Context: an optimization exercise on an open-source flow, tuned for small area, a short achievable clock period and few clock cycles. The choices shown serve that exercise and are no tape-out recipe.
The RTL was checked by simulation tests, not by an equivalence proof against the original design.
Power and IR drop assume default switching activity.

[run.sh]
#!/bin/bash
# synth_recipe.tcl (not shown) runs the flow's synth.tcl, then flattens the netlist and writes it again
# the make line also repeats each setting of config.mk as NAME=value (left out here)
make -C /OpenROAD-flow-scripts/flow DESIGN_CONFIG=/design/flow/config.mk WORK_HOME=/design/flow/orfs CLKGATE_MAP_FILE= SYNTH_SCRIPT=/design/flow/synth_recipe.tcl finish
[config.mk]
export PLATFORM = sky130hd
export DESIGN_NAME = roller_dec
export DESIGN_NICKNAME = roller_dec
export VERILOG_FILES = /design/flow/design.v
export SDC_FILE = /design/flow/constraint.sdc
export NUM_CORES = 4
export LEC_CHECK = 0
export CAP_MARGIN = 20
export CORE_MARGIN = 2
export CORE_UTILIZATION = 40
export SLEW_MARGIN = 20
[constraint.sdc]
create_clock -name core_clock -period 5.5 [get_ports {clk}]
set_input_delay 1.1000 -clock core_clock [delete_from_list [all_inputs] [get_ports {clk}]]
set_output_delay 1.1000 -clock core_clock [all_outputs]
set_load 0.01 [all_outputs]
[design.v]
module roller_dec (
    input  wire        clk,
    input  wire        rst,          
    input  wire        start,        
    input  wire [1:0]  bucket,       
    output wire        idle,
    output reg         done,         
    output reg  [1:0]  status,       
    input  wire        in_valid,
    input  wire [7:0]  in_data,
    output wire        in_ready,
    output wire        wr_en,
    output wire [11:0] wr_addr,
    output wire [7:0]  wr_data,
    output wire        rd_en,
    output wire [11:0] rd_addr,
    input  wire [7:0]  rd_data       
);
    localparam [1:0] ST_OK       = 2'd0,
                     ST_BAD_CODE = 2'd1,
                     ST_BAD_DIST = 2'd2,
                     ST_OVERRUN  = 2'd3;
    localparam [3:0] S_IDLE  = 4'd0,
                     S_HDR   = 4'd1,    
                     S_TOK   = 4'd2,    
                     S_ARG   = 4'd3,    
                     S_EXEC  = 4'd4,    
                     S_LIT   = 4'd5,    
                     S_MRD   = 4'd6,    
                     S_MWR   = 4'd7,    
                     S_FILL  = 4'd8,    
                     S_RAW   = 4'd9;    
    reg [3:0]  state;
    reg [1:0]  code;        
    reg [1:0]  hcnt;        
    reg        hdr_bad;     
    reg [7:0]  tl_lo;       
    reg [11:0] rem;         
    reg [12:0] p;           
    reg [7:0]  t;           
    reg [1:0]  acnt;        
    reg [7:0]  a0, a1;      
    reg [12:0] cnt;         
    reg [12:0] mdist;        
    assign idle     = (state == S_IDLE);
    assign wr_en    = ((state == S_LIT || state == S_RAW) && in_valid) ||
                      (state == S_MWR) || (state == S_FILL);
    assign wr_addr  = p[11:0];
    assign wr_data  = (state == S_MWR)  ? rd_data :
                      (state == S_FILL) ? a1 : in_data;
    assign rd_en    = (state == S_MRD);
    assign rd_addr  = p[11:0] - mdist[11:0];
    assign in_ready = (state == S_HDR) || (state == S_LIT) || (state == S_RAW) ||
                      (state == S_ARG) || (state == S_TOK && rem != 12'd0 && p != 13'd4096);
    wire [1:0]  nargs    = (t[7:6] == 2'b10) ? 2'd1 : (t[7:4] == 4'hC) ? 2'd3 : 2'd2;
    wire [11:0] tl_full  = {in_data[3:0], tl_lo};
    wire        tl_hi_ok = (in_data[7:4] == 4'd0);
    wire [12:0] tl_max   = {code, 10'd0} + 13'd1020;    
    wire [7:0]  lit_len  = {1'b0, in_data[6:0]} + 8'd1;
    wire [12:0] d_val    = {1'b0, t[3:0], a0} + 13'd1;
    wire [12:0] ls_val   = {11'd0, t[5:4]} + 13'd3;
    wire [16:0] ll_val   = {1'b0, in_data, a1} + 17'd7;
    wire [12:0] fl_val   = {1'b0, t[3:0], a0} + 13'd1;
    task automatic end_block(input [1:0] st);
        begin
            done   <= 1'b1;
            status <= st;
            state  <= S_IDLE;
        end
    endtask
    always @(posedge clk) begin
        if (rst) begin
            state   <= S_IDLE;
            done    <= 1'b0;
            status  <= ST_OK;
            code    <= 2'd0;
            hcnt    <= 2'd0;
            hdr_bad <= 1'b0;
            tl_lo   <= 8'd0;
            rem     <= 12'd0;
            p       <= 13'd0;
            t       <= 8'd0;
            acnt    <= 2'd0;
            a0      <= 8'd0;
            a1      <= 8'd0;
            cnt     <= 13'd0;
            mdist    <= 13'd0;
        end else begin
            done  <= 1'b0;
            case (state)
                S_IDLE: begin
                    if (start) begin
                        code    <= bucket;
                        p       <= 13'd0;
                        hcnt    <= 2'd0;
                        hdr_bad <= 1'b0;
                        cnt     <= 13'd4096;
                        state   <= (bucket == 2'd3) ? S_RAW : S_HDR;
                    end
                end
                S_RAW: begin
                    if (in_valid) begin
                        p       <= p + 13'd1;
                        cnt     <= cnt - 13'd1;
                        if (cnt == 13'd1)
                            end_block(ST_OK);
                    end
                end
                S_HDR: begin
                    if (in_valid) begin
                        hcnt <= hcnt + 2'd1;
                        case (hcnt)
                            2'd0: if (in_data != 8'h01) hdr_bad <= 1'b1;
                            2'd1: if (in_data != {6'd0, code}) hdr_bad <= 1'b1;
                            2'd2: tl_lo <= in_data;
                            2'd3: begin
                                if (hdr_bad || !tl_hi_ok || tl_full == 12'd0 ||
                                    {1'b0, tl_full} > tl_max) begin
                                    end_block(ST_BAD_CODE);
                                end else begin
                                    rem   <= tl_full;
                                    state <= S_TOK;
                                end
                            end
                        endcase
                    end
                end
                S_TOK: begin
                    if (rem == 12'd0) begin
                        end_block((p == 13'd4096) ? ST_OK : ST_BAD_CODE);
                    end else if (p == 13'd4096) begin
                        end_block(ST_OVERRUN);
                    end else if (in_valid) begin
                        t    <= in_data;
                        rem  <= rem - 12'd1;
                        acnt <= 2'd0;
                        if (in_data >= 8'hE0) begin
                            end_block(ST_BAD_CODE);
                        end else if (!in_data[7]) begin
                            if ({4'd0, lit_len} > rem - 12'd1)
                                end_block(ST_BAD_CODE);
                            else if (p + {5'd0, lit_len} > 13'd4096)
                                end_block(ST_OVERRUN);
                            else begin
                                cnt   <= {5'd0, lit_len};
                                state <= S_LIT;
                            end
                        end else begin
                            if (in_data[7:6] == 2'b10) begin
                                if (rem - 12'd1 < 12'd1) end_block(ST_BAD_CODE);
                                else state <= S_ARG;
                            end else if (in_data[7:4] == 4'hC) begin
                                if (rem - 12'd1 < 12'd3) end_block(ST_BAD_CODE);
                                else state <= S_ARG;
                            end else begin
                                if (rem - 12'd1 < 12'd2) end_block(ST_BAD_CODE);
                                else state <= S_ARG;
                            end
                        end
                    end
                end
                S_ARG: begin
                    if (in_valid) begin
                        rem  <= rem - 12'd1;
                        acnt <= acnt + 2'd1;
                        if (acnt == 2'd0) a0 <= in_data;
                        if (acnt == 2'd1) a1 <= in_data;
                        if (acnt + 2'd1 == nargs) begin
                            state <= S_EXEC;
                            if (t[7:6] == 2'b10) begin
                                mdist <= {1'b0, t[3:0], in_data} + 13'd1;
                                cnt  <= ls_val;
                            end else if (t[7:4] == 4'hC) begin
                                mdist <= d_val;
                                cnt  <= (ll_val > 17'd4096) ? 13'd4097 : ll_val[12:0];
                            end else begin
                                cnt  <= fl_val;
                                a1   <= in_data;    
                            end
                        end
                    end
                end
                S_EXEC: begin
                    if (t[7:6] != 2'b11 || t[7:4] == 4'hC) begin
                        if (mdist > p)
                            end_block(ST_BAD_DIST);
                        else if (p + cnt > 13'd4096)
                            end_block(ST_OVERRUN);
                        else
                            state <= S_MRD;
                    end else begin
                        if (p + cnt > 13'd4096)
                            end_block(ST_OVERRUN);
                        else
                            state <= S_FILL;
                    end
                end
                S_LIT: begin
                    if (in_valid) begin
                        p       <= p + 13'd1;
                        rem     <= rem - 12'd1;
                        cnt     <= cnt - 13'd1;
                        if (cnt == 13'd1)
                            state <= S_TOK;
                    end
                end
                S_MRD: begin
                    state   <= S_MWR;
                end
                S_MWR: begin
                    p       <= p + 13'd1;
                    cnt     <= cnt - 13'd1;
                    state   <= (cnt == 13'd1) ? S_TOK : S_MRD;
                end
                S_FILL: begin
                    p       <= p + 13'd1;
                    cnt     <= cnt - 13'd1;
                    if (cnt == 13'd1)
                        state <= S_TOK;
                end
                default: state <= S_IDLE;
            endcase
        end
    end
endmodule
==> out/results.tsv <==
stage	metric	value	unit
clocking	cts_setup_buffers	0	
layout	diodes	0	
grt	grt_usage	24.5	%
grt	gr-total-overflow	0	
floorplan	core-area	21100	um^2
clocking	cts_made_buffers	9	
logic_synthesis	synth_common_cells	nor2_1 (134), nand2_1 (105), a21oi_1 (104), dfxtp_1 (97), ha_1 (76)	
layout	drive_above_1_share	6.95	%
grt	grt_max_degree	43	
logic_synthesis	syn_avg_cell_area	7.40	um^2
clocking	clock-sinks	97	
floorplan	die_width	151	um
logic_synthesis	syn-num-nets	1266	
floorplan	placement_rows	53	
sta	setup_violations	0	
sta	max_slew_margin	40.0	%
route	drtPass1Iterations	6	
grt	antenna_found_initial	0	
route	vias	8547	
placement	gp_congestion	0.981	
sta	hold_viol	0	
sta	period_needed	5.08	ns
clocking	ctsHoldBuffers	0	
logic_synthesis	synth_ff_type	dfxtp_1	
logic_synthesis	yosysWarningCount	1	
layout	syn_to_final_growth	13.4	%
sta	timing.final.ws_setup	0.418	ns
sta	fin_worst_skew	0.00694	ns
power_and_ir_drop	internal-power	1360	uW
sta	setup-tns-final	0	ns
logic_synthesis	synth_area_leaders	dfxtp_1 (23%), ha_1 (11%), a21oi_1 (6.0%)	
job	cap_violations	0	
floorplan	num_io_pins	61	
placement	io_buffer_count	60	
power_and_ir_drop	p_comb_share	34.8	%
logic_synthesis	synth.distinct_cells	75	
floorplan	dieArea	22800	um^2
route	routed_wl	27600	um
clocking	clk_latency	0.36	ns
logic_synthesis	syn_inst	1165	
setup_path	critPathMaxFanout	8	
route	drtIter0Drc	805	
route	wire_per_inst	18.6	um
clocking	clk_pin_slew	0.07	ns
logic_synthesis	yosysMostFrequentCell	nor2_1	
power_and_ir_drop	powerDensity	220	nW/um^2
clocking	htreeDepth	3	
grt	grt_pass1_vias	7841	
logic_synthesis	yosys.area.top_type	dfxtp_1	
power_and_ir_drop	seq_power_share	36.6	%
sta	slew_viol_final	0	
power_and_ir_drop	p_leak	0.00366	uW
sta	rsz0062_at_grt	no	
setup_path	cp-end-kind	flop	
layout	nets	1304	
route	antenna_left	0	
status	outcome	no timing/DRC/antenna violations	
sta	fmax	197	MHz
power_and_ir_drop	vdd_ir_drop_max	0.152	mV
grt	grt_pass1_wl	43500	um
logic_synthesis	synth_edf_count	0	
power_and_ir_drop	p_sw	793	uW
placement	place_ws	0.178	ns
setup_path	critPathKind	primary input to flop	
layout	final_cell_area	9780	um^2
placement	dpl_cell_area	9510	um^2
setup_path	required	5.79	ns
floorplan	die_height	151	um
logic_synthesis	netlist_area	8630	um^2
sta	worstMarginPinSlew	0.899	ns
floorplan	start_util	40.9	%
clocking	cts_max_path_buffers	2	
power_and_ir_drop	p_clk_share	28.5	%
clocking	cts_root_buf	clkbuf_16	
hold_path	min_path_type	flop to flop	
clocking	cts_tree	done	
logic_synthesis	ys_ff_latch	97	
sta	fin_crit_sh	92.4	%
setup_path	startpoint_type	primary input	
placement	dp_hpwl	21200	um
setup_path	worstPathArrival	5.37	ns
clocking	ctsResizeCount	0	
power_and_ir_drop	netSwitchingFraction	36.8	%
logic_synthesis	synth_top_cell_area_share	22.5	%
logic_synthesis	ys_async_sr_fraction	0	%
logic_synthesis	synth-seq-area-share	22.5	%
route	routed_via_density	5.76	
route	drc	0	
critical path, cell delays in order:
cell             delay, ns
clkdlybuf4s50_1       0.59
ha_1                  0.31
and3_1                0.19
and3_1                0.18
xnor2_1               0.19
inv_1                 0.15
ha_1                  0.38
a21o_1                0.25
a21oi_1               0.16
o211ai_1              0.12
nor4_1                0.41
o211ai_1              0.26
a211oi_1              0.33
o21ai_2               0.10
or3_1                 0.44
o21ai_0               0.19
cell usage in the layout (no fill, tap or decap), types with 20 or more instances in the layout:
master           Yosys  final
nor3_1              35     35
ha_1                76     76
clkdlybuf4s50_1      0     59
buf_4               13     33
nand3_1             52     52
nor2_1             134    133
xnor2_1             51     51
xor2_1              21     21
o21ai_0             56     56
a211oi_1            22     22
inv_1               59     59
mux2i_1             27     27
dfxtp_1             97     97
nor2b_1             20     20
a21oi_1            104    104
nand2_1            105    105
flip-flops by register name, summed over array words and instances (netlist names):
| signal | cells |
|---|---|
| a0 | 8 |
| a1 | 8 |
| acnt | 2 |
| cnt | 13 |
| code | 2 |
| done | 1 |
| hcnt | 2 |
| hdr_bad | 1 |
| mdist | 13 |
| p | 13 |
| rem | 12 |
| state | 4 |
| status | 2 |
| t | 8 |
| tl_lo | 8 |
metrics by stage:
| step | total power, uW | cells | hold slack, ns | util [%] |
|---|---|---|---|---|
| 6_report | 2150 | 1483 | 0.457 | 46.4 |
| 5_1_grt | 2280 | 1483 | 0.479 | 46.4 |
| 4_1_cts | 2160 | 1483 | 0.459 | 46.4 |
| 3_5_place_dp | 1540 | 1467 | 0.449 | 45.1 |
| 3_3_place_gp | 1540 | 1467 | 0.445 | 45.1 |
| 2_1_floorplan | 1290 | 1165 | 0.436 | - |
per-layer routing:
| layer | GRT usage, % | wire length, um | up-vias |
|---|---|---|---|
| li1 | - | - | 4244 |
| met3 | 2.86 | 1220 | 38 |
| met4 | 6.59 | 577 | 0 |
| met1 | 35.1 | 13400 | 4029 |
| met5 | 0 | 0 | - |
| met2 | 39.1 | 12400 | 236 |
cell type report:
type,instances,area [um^2]
multi-input cells,941,6150
inverters,61,229
fillers,2144,11300
clock inverters,7,51.3
well taps,275,344
clock buffers,9,225
flip-flops and latches,97,1940
repair buffers,93,843
power groups by stage:
stage          sequential (uW)  clock (uW)  combinational, uW
2_1_floorplan              774           0                513
3_3_place_gp               803           0                737
3_5_place_dp               804           0                739
4_1_cts                    787         627                743
5_1_grt                    795         654                826
6_report                   788         615                750
logic make-up after synthesis:
| group | share of synthesized area (%) |
|---|---|
| fa+ha+maj | 11.7 |
| compound gates | 23.0 |
| mux | 3.52 |
| buf+inv | 6.22 |
| flops | 22.5 |
| xor+xnor | 7.31 |
| simple gates | 25.7 |
worst paths after layout:
path	endpoint	slack [ns]	cells after the start	startpoint
worst min register to register	t[4]$_SDFFE_PP0P_	0.46	2	t[4]$_SDFFE_PP0P_
worst min-delay path	t[4]$_SDFFE_PP0P_	0.46	2	t[4]$_SDFFE_PP0P_
worst max-delay path	cnt[0]$_SDFFE_PP0P_	0.42	16	in_data[0]
worst max register to register	state[3]$_SDFFE_PP0P_	1.47	12	p[0]$_SDFFE_PP0P_
Testbench counts, summed over its fixed seeds: cycles 1,270,364.

static timing again, ports no longer ideal:
Ports are ideal in the flow. The routed layout listed here was re-timed in OpenROAD. Step 1, drivers: a clkbuf_16 drives clk and a buf_2 each remaining input, both assumed. Step 2 moves the port delays by t, midway between the first and last clock arrival at a register: inputs arrive t later, outputs are due t later. That takes back most of the time a late clock gives input paths. a / b / c = ideal / step 1 / step 2; a / b = the first two.
shift t [ns]: 0.403
slack for setup (ns): 0.418 / 0.439 / 0.036
clock arrival spread, ns: 0.007 / 0.008
worst slew at a driven data input, ns: 0.04
After both steps this run still meets setup and hold. The setup slack of this run moves by +0.021 ns with the drivers and by -0.382 ns with both steps.
